This is an optimization exercise on Yosys and OpenROAD, whose aim is small area and a short achievable clock period, not a production implementation.
No functional check of the RTL was part of this run.
Power is estimated from default activity; no workload was simulated.

===== flow/config.mk =====
export PLATFORM = sky130hd
export DESIGN_NAME = bsm_burst_check
export DESIGN_NICKNAME = bsm_burst_check
export VERILOG_FILES = /design/flow/design.v
export SDC_FILE = /design/flow/constraint.sdc
export NUM_CORES = 4
export LEC_CHECK = 0
export CAP_MARGIN = 20
export CORE_AREA = 60 60 320 320
export CTS_BUF_LIST = sky130_fd_sc_hd__clkbuf_16
export CTS_CLUSTER_DIAMETER = 80
export CTS_CLUSTER_SIZE = 20
export DIE_AREA = 0 0 380 380
export SLEW_MARGIN = 20

===== flow/constraint.sdc =====
create_clock -name core_clock -period 10.0 [get_ports {clk}]
set_input_delay 2.0000 -clock core_clock [delete_from_list [all_inputs] [get_ports {clk}]]
set_output_delay 2.0000 -clock core_clock [all_outputs]
set_load 0.01 [all_outputs]

===== flow/design.v =====
module bsm_casement_syn (
    input  wire [288:0] word,
    output wire [15:0]  st,      
    output wire [15:0]  sm,      
    output wire         ss,      
    output wire [2:0]   cls,     
    output wire [15:0]  er,      
    output wire         ce,      
    output wire         ue,      
    output wire         poison   
);
    wire [255:0] d = word[255:0];
    wire [15:0]  tb = word[271:256];
    wire [15:0]  mb = word[287:272];
    wire         sb = word[288];
    reg [15:0] t;
    reg [15:0] m;
    integer    r, c;
    always @* begin
        for (r = 0; r < 16; r = r + 1)
            t[r] = ^d[16*r +: 16];
        for (c = 0; c < 16; c = c + 1) begin
            m[c] = 1'b0;
            for (r = 0; r < 16; r = r + 1)
                m[c] = m[c] ^ d[16*r + c];
        end
    end
    assign st = t ^ tb;
    assign sm = m ^ mb;
    assign ss = (^t) ^ sb;
    wire q = (^tb) ^ sb;
    wire zt, ot, zm, om;
    bsm_onehot16 u_t (.x(st), .z(zt), .o(ot));
    bsm_onehot16 u_m (.x(sm), .z(zm), .o(om));
    wire dz        = ~|(d[255:128] | d[127:0]);
    wire psn       = dz & (&tb) & (&mb) & sb;
    wire no_error  = zt & zm & ~q;
    wire data_err  = ot & om & ~q;
    wire corr      = (zt | ot) & (q ? zm : om);      
    wire unc       = ~(psn | no_error | corr);
    assign cls    = {psn, psn | unc | (corr & ~data_err), data_err | unc};
    assign er     = st & {16{data_err}};
    assign ce     = corr;
    assign ue     = unc;
    assign poison = psn | unc;
endmodule
module bsm_onehot16 (
    input  wire [15:0] x,
    output wire        z,
    output wire        o
);
    wire [3:0] z4, o4;
    genvar g;
    generate
        for (g = 0; g < 4; g = g + 1) begin : grp
            wire a = x[4*g], b = x[4*g+1], c = x[4*g+2], e = x[4*g+3];
            assign z4[g] = ~(a | b | c | e);
            assign o4[g] = ((a ^ b) & ~(c | e)) | ((c ^ e) & ~(a | b));
        end
    endgenerate
    assign z = &z4;
    assign o = (o4[0] & z4[1] & z4[2] & z4[3]) |
               (z4[0] & o4[1] & z4[2] & z4[3]) |
               (z4[0] & z4[1] & o4[2] & z4[3]) |
               (z4[0] & z4[1] & z4[2] & o4[3]);
endmodule
module bsm_casement_fix (
    input  wire [255:0] d,
    input  wire [15:0]  er,
    input  wire [15:0]  sm,
    output wire [255:0] data
);
    genvar k;
    generate
        for (k = 0; k < 256; k = k + 1) begin : flip
            assign data[k] = d[k] ^ (er[k >> 4] & sm[k & 15]);
        end
    endgenerate
endmodule
module bsm_burst_check (
    input  wire         clk,
    input  wire         rst,           
    input  wire         in_valid,
    input  wire [639:0] in_burst,      
    input  wire [47:0]  in_addr,       
    input  wire [13:0]  in_gen,        
    output reg          out_valid,
    output wire [511:0] out_data,      
    output reg  [2:0]   out_cls0,      
    output reg  [2:0]   out_cls1,      
    output reg  [31:0]  out_synd0,     
    output reg  [31:0]  out_synd1,     
    output reg  [1:0]   out_ss,        
    output reg  [1:0]   out_poison,    
    output reg          out_addr_mis,  
    output reg          out_gen_mis,   
    output reg          out_wb,        
    output wire [15:0]  ce_cnt,        
    output wire [15:0]  ue_cnt         
);
    wire [15:0] st0, sm0, st1, sm1, er0, er1;
    wire        ss0, ss1;
    wire [2:0]  cls0, cls1;
    wire        ce0, ue0, p0, ce1, ue1, p1;
    bsm_casement_syn u_syn0 (
        .word (in_burst[288:0]),
        .st (st0), .sm (sm0), .ss (ss0), .cls (cls0), .er (er0),
        .ce (ce0), .ue (ue0), .poison (p0)
    );
    bsm_casement_syn u_syn1 (
        .word (in_burst[577:289]),
        .st (st1), .sm (sm1), .ss (ss1), .cls (cls1), .er (er1),
        .ce (ce1), .ue (ue1), .poison (p1)
    );
    wire addr_mis  = (in_burst[625:578] != in_addr);
    wire gen_mis   = (in_burst[639:626] != in_gen);
    wire lintel_ok = ~addr_mis & ~gen_mis;
    wire cnt = in_valid & lintel_ok;
    reg [255:0] r_d0, r_d1;
    reg [15:0]  r_er0, r_er1;
    reg [1:0]   r_ce_inc, r_ue_inc;  
    always @(posedge clk) begin
        if (rst) begin
            out_valid <= 1'b0;
            r_ce_inc  <= 2'd0;
            r_ue_inc  <= 2'd0;
        end else begin
            out_valid <= in_valid;
            r_ce_inc  <= {cnt & ce0 & ce1, cnt & (ce0 ^ ce1)};
            r_ue_inc  <= {cnt & ue0 & ue1, cnt & (ue0 ^ ue1)};
        end
        r_d0         <= in_burst[255:0];
        r_d1         <= in_burst[544:289];
        r_er0        <= er0;
        r_er1        <= er1;
        out_cls0     <= cls0;
        out_cls1     <= cls1;
        out_synd0    <= {sm0, st0};
        out_synd1    <= {sm1, st1};
        out_ss       <= {ss1, ss0};
        out_poison   <= {p1, p0};
        out_addr_mis <= addr_mis;
        out_gen_mis  <= gen_mis;
        out_wb       <= lintel_ok & (ce0 | ce1);
    end
    wire [255:0] data0, data1;
    bsm_casement_fix u_fix0 (
        .d (r_d0), .er (r_er0), .sm (out_synd0[31:16]), .data (data0)
    );
    bsm_casement_fix u_fix1 (
        .d (r_d1), .er (r_er1), .sm (out_synd1[31:16]), .data (data1)
    );
    assign out_data = {data1, data0};
    bsm_err_cnt u_ce (.clk (clk), .rst (rst), .inc (r_ce_inc), .cnt (ce_cnt));
    bsm_err_cnt u_ue (.clk (clk), .rst (rst), .inc (r_ue_inc), .cnt (ue_cnt));
endmodule
module bsm_err_cnt (
    input  wire        clk,
    input  wire        rst,
    input  wire [1:0]  inc,
    output wire [15:0] cnt
);
    reg [15:0] c;
    reg [14:0] u;
    reg        cmax;
    wire sel_u = inc[1] | (inc[0] & c[0]);
    assign cnt[15:1] = sel_u ? u : c[15:1];
    assign cnt[0]    = inc[1] ? (c[0] | cmax) :
                       inc[0] ? (~c[0] | cmax) : c[0];
    always @(posedge clk) begin
        if (rst) begin
            c    <= 16'd0;
            u    <= 15'd1;
            cmax <= 1'b0;
        end else begin
            c    <= cnt;
            u    <= (&cnt[15:1]) ? 15'h7FFF : cnt[15:1] + 15'd1;
            cmax <= &cnt[15:1];
        end
    end
endmodule

===== flow/flow/run.sh =====
#!/bin/bash
# The standard layout, with two changes to how it is made:
#  - port buffers are buf_1 cells (the smallest buffer) instead of the
#    resizer's default pick; repair may still size them up;
#  - from clock-tree synthesis on, timing repair aims at a setup slack of
#    SETUP_MARGIN ns at the design's clock period, so the layout is
#    optimised for a shorter achieved period. The clock period and the
#    constraints are unchanged.
# Each make run's full output goes to its own log here; ORFS's per-step
# logs are under orfs/logs.
set -euo pipefail
SETUP_MARGIN=5.0
export BUFFER_PORTS_ARGS="-buffer_cell sky130_fd_sc_hd__buf_1"
bash standard.sh "BUFFER_PORTS_ARGS=$BUFFER_PORTS_ARGS" synth floorplan place \
    > make_synth_place.log 2>&1
bash standard.sh "BUFFER_PORTS_ARGS=$BUFFER_PORTS_ARGS" \
    SETUP_SLACK_MARGIN=$SETUP_MARGIN finish > make_cts_finish.log 2>&1

===== flow/standard.sh =====
#!/bin/bash
# synth_recipe.tcl (not shown) runs the flow's synth.tcl, then flattens the netlist and writes it again
# the make line also repeats each setting of config.mk as NAME=value (left out here)
make -C /OpenROAD-flow-scripts/flow DESIGN_CONFIG=/design/flow/config.mk WORK_HOME=/design/flow/orfs CLKGATE_MAP_FILE= SYNTH_SCRIPT=/design/flow/synth_recipe.tcl "${@:-finish}"

==> summary.txt <==
cells in the final DEF, fill, tap and decap left out, types with 4 or more instances in the layout:
| cell type | instances |
|---|---|
| xnor3_1 | 53 |
| clkbuf_16 | 44 |
| xnor2_1 | 1404 |
| nor4_1 | 143 |
| mux2i_1 | 29 |
| nor3_1 | 20 |
| a22o_1 | 8 |
| buf_1 | 1318 |
| nand2_1 | 543 |
| nand3_1 | 22 |
| diode_2 | 152 |
| dfxtp_1 | 687 |
| nand4_1 | 63 |
| nor4_2 | 4 |
| buf_4 | 33 |
| or2_2 | 4 |
| inv_1 | 99 |
| xnor2_2 | 14 |
| a22oi_1 | 8 |
| ha_1 | 51 |
| and2_1 | 6 |
| o21ai_0 | 5 |
| clkbuf_2 | 8 |
| a21oi_1 | 32 |
| xor2_1 | 153 |
| nor2_1 | 89 |
registers in the layout (all words and copies together), names as in the netlist, 15 cells and up:
register	flops
out_synd0	32
out_synd1	32
r_d0	256
r_d1	256
r_er0	16
r_er1	16
u_ce.c	16
u_ce.u	15
u_ue.c	16
u_ue.u	15
cell families (layout without fill, tap and decap cells):
group | Yosys count | count (layout)
buffers and inverters | 241 | 1514
XOR/XNOR | 1627 | 1627
other | 0 | 152
AO/OA/AOI/OAI | 74 | 74
adder cells (fa/ha/maj) | 51 | 51
AND/OR/NAND/NOR | 912 | 912
flip-flops | 690 | 690
multiplexers | 33 | 33
critical path, cell delays in order:
cell	delay, ps
buf_1	230
nor4_1	750
nand4_1	540
nor4_1	550
nand4_1	210
nor4_1	780
nor2_1	190
a21o_1	230
a21oi_2	110
repair_timing:
item                                    CTS  global route
hold endpoints to repair                  0             0
gates resized for setup                   4            18
hold buffers                              0             0
pin swaps                                 0             2
endpoints found under the setup margin    1             3
buffers inserted                          0             4
cloned                                    0             0
power breakdown:
| group | internal, W | switching [W] | total, W |
|---|---|---|---|
| combinational | 0.00155 | 0.00276 | 0.00432 |
| clock | 0.000832 | 0.00104 | 0.00187 |
| sequential | 0.00302 | 0.000453 | 0.00348 |
path summary, 6_finish.rpt:
path	start	endpoint	slack, ps	cells past startpoint
setup / recovery	in_burst[432]	r_ue_inc[0]	4960	9
hold / removal	u_ue.u[9]	u_ue.c[10]	490	2
setup reg to reg	u_ce.c[0]	u_ce.u[5]	6560	10
hold reg to reg	u_ue.u[9]	u_ue.c[10]	490	2
final cells by class:
type	count	area, sq um
multi-input cells	2697	20700
well taps	864	1080
diodes	152	380
clock inverters	13	146
flip-flops and latches	690	13800
clock buffers	44	1100
repair buffers	1359	5240
fillers	5956	23500
inverters	98	368
stage by stage:
| step | setup slack (ps) | hold WS [ps] | util, % | power [W] |
|---|---|---|---|---|
| 6_report | 4960 | 494 | 64.6 | 0.00966 |
| 5_1_grt | 5000 | 500 | 64.4 | 0.00988 |
| 4_1_cts | 5030 | 493 | 63.9 | 0.00946 |
| 3_5_place_dp | 4220 | 473 | 62.0 | 0.00765 |
| 3_3_place_gp | 4220 | 464 | 61.9 | 0.00761 |
| 2_1_floorplan | 5370 | 456 | - | 0.00569 |
routing by layer:
layer  global-route usage (%)  wire, microns  vias to the layer above
met2                     56.8         134000                     3494
met5                        0           1390                        -
li1                         -              -                    14200
met3                     23.0          51200                     1046
met4                     20.0          21200                      218
met1                     35.1          91500                    16900
==> results.yml <==
global_routing:
  grt_pass1_vias: 31800
  antenna_found_initial: 319
  grt_use_total_pct: 35.8
  grt_max_degree: 62
  grt_pass1_wl_microns: 368000
  grt-ovfl-total: 0
clock_tree:
  htreeDepth: 2
  clock_sinks: 690
  cts_buffer_depth: 3
  cts_tree: "built"
  clk_pin_slew_ps: 80
  insertion_delay_ps: 630
  cts_buffers: 43
  clockRootBuffer: "clkbuf_16"
yosys:
  synth-edff-count: 0
  syn_area_sq_um: 35400
  synthCells: 3628
  yosysMostFrequentCell: "xnor2_1"
  ys_warn_count: 3
  synth_top_area_share_pct: 39.1
  synthesis.nets: 4384
  synth-main-ff-cell: "dfxtp_1"
  yosys-top-cells-count: "1,418 x xnor2_1, 690 x dfxtp_1, 543 x nand2_1, 153 x xor2_1, 145 x nor4_1"
  avgSynthCellArea_sq_um: 9.75
  yosysTopAreaCell: "dfxtp_1"
  synthArstFlopShare_pct: 0
  ys_ff_latch: 690
  synth_xor_xnor_area_share_pct: 42.5
  synth_fa_ha_area_share_pct: 1.80
  synth_top_family_by_area: "XOR/XNOR gates"
  yosys.area_share.simple_pct: 11.6
  synth-compound-area-share_pct: 1.43
  yosysUniqueCellTypes: 52
  yosysSeqAreaShare_pct: 39.1
  synthMuxAreaShare_pct: 0.959
  ys_top_cells_by_area: "dfxtp_1 39%, xnor2_1 35%, nand2_1 5.8%"
layout:
  finalNonFillerCells: 5917
  layout-drive-gt1-share_pct: 2.96
  final_area_sq_um: 42900
  final_nets: 5645
  layout-area-overhead-vs-synth_pct: 21.3
timing:
  fmax_mhz: 198
  relSlewSlack_pct: 16.2
  finClkSkew_ps: 8.59
  tightest_slew_ps: 1250
  tns_ps: 0
  hold_viol: 0
  min_period_ps: 5040
  setup-violations-final: 0
  min_period_over_period_pct: 50.4
  slew_viol_final: 0
  rsz0062_at_grt: "false"
power:
  leakagePower_nw: 14.9
  power_density_nw_per_um2: 225
  peakVddDrop_v: 0.000208
routing:
  drc: 0
  drtAntennaViolNets: 0
  via_count: 35900
  drtPass1Iterations: 6
  wire_per_inst_microns: 50.6
  routed_via_density: 6.06
  wl_microns: 299000
  drt_iter0_drc: 6181
setup_path:
  cp-end-kind: "flip-flop"
  path_max_fanout: 4
  crit_type: "input port to flip-flop"
  critPathArrivalTime_ps: 5610
  worst_ep_required_time_ps: 10560
  cp-start-kind: "input port"
job:
  timing.max_cap.violations: 0
place:
  io_buffers: 1326
  placed_area_sq_um: 41100
  place_congestion: 1.06
  numPlacedInstances: 5704
  place_hpwl_microns: 265000
min_path:
  worstHoldPathType: "flip-flop to flip-flop"
die:
  dieArea_sq_um: 144000
  rows: 94
  core_area_sq_um: 66300
  num_io_pins: 1327
  die_w_microns: 380
  die_h_microns: 380
  initial_core_util_pct: 53.3
run_status:
  outcome: "finished clean"

## afterwards: timing with drivers on the ports
Ports are ideal in the flow. The routed layout listed here was re-timed in OpenROAD. Step 1 sets driving cells, clkbuf_16 on the clock port and buf_2 on the other inputs (assumed; they add their load-dependent delay and slew). Step 2 times the ports against the registers' clock, not the clock port: input delays grow and output delays shrink by t, the midpoint of the rising clock arrivals with the driver on. Slacks: ideal ports / drivers / drivers and shift; pairs: ideal ports / drivers.
t, ns: 0.706
slack for setup (ns): 4.955 / 4.974 / 4.268
worst hold slack (ns): 0.494 / 0.494 / 0.494
worst register clock-pin slew, ns: 0.09 / 0.09
After both steps setup and hold are still met in this run. The setup slack of this run moves by +0.019 ns with the drivers and by -0.687 ns with both steps.
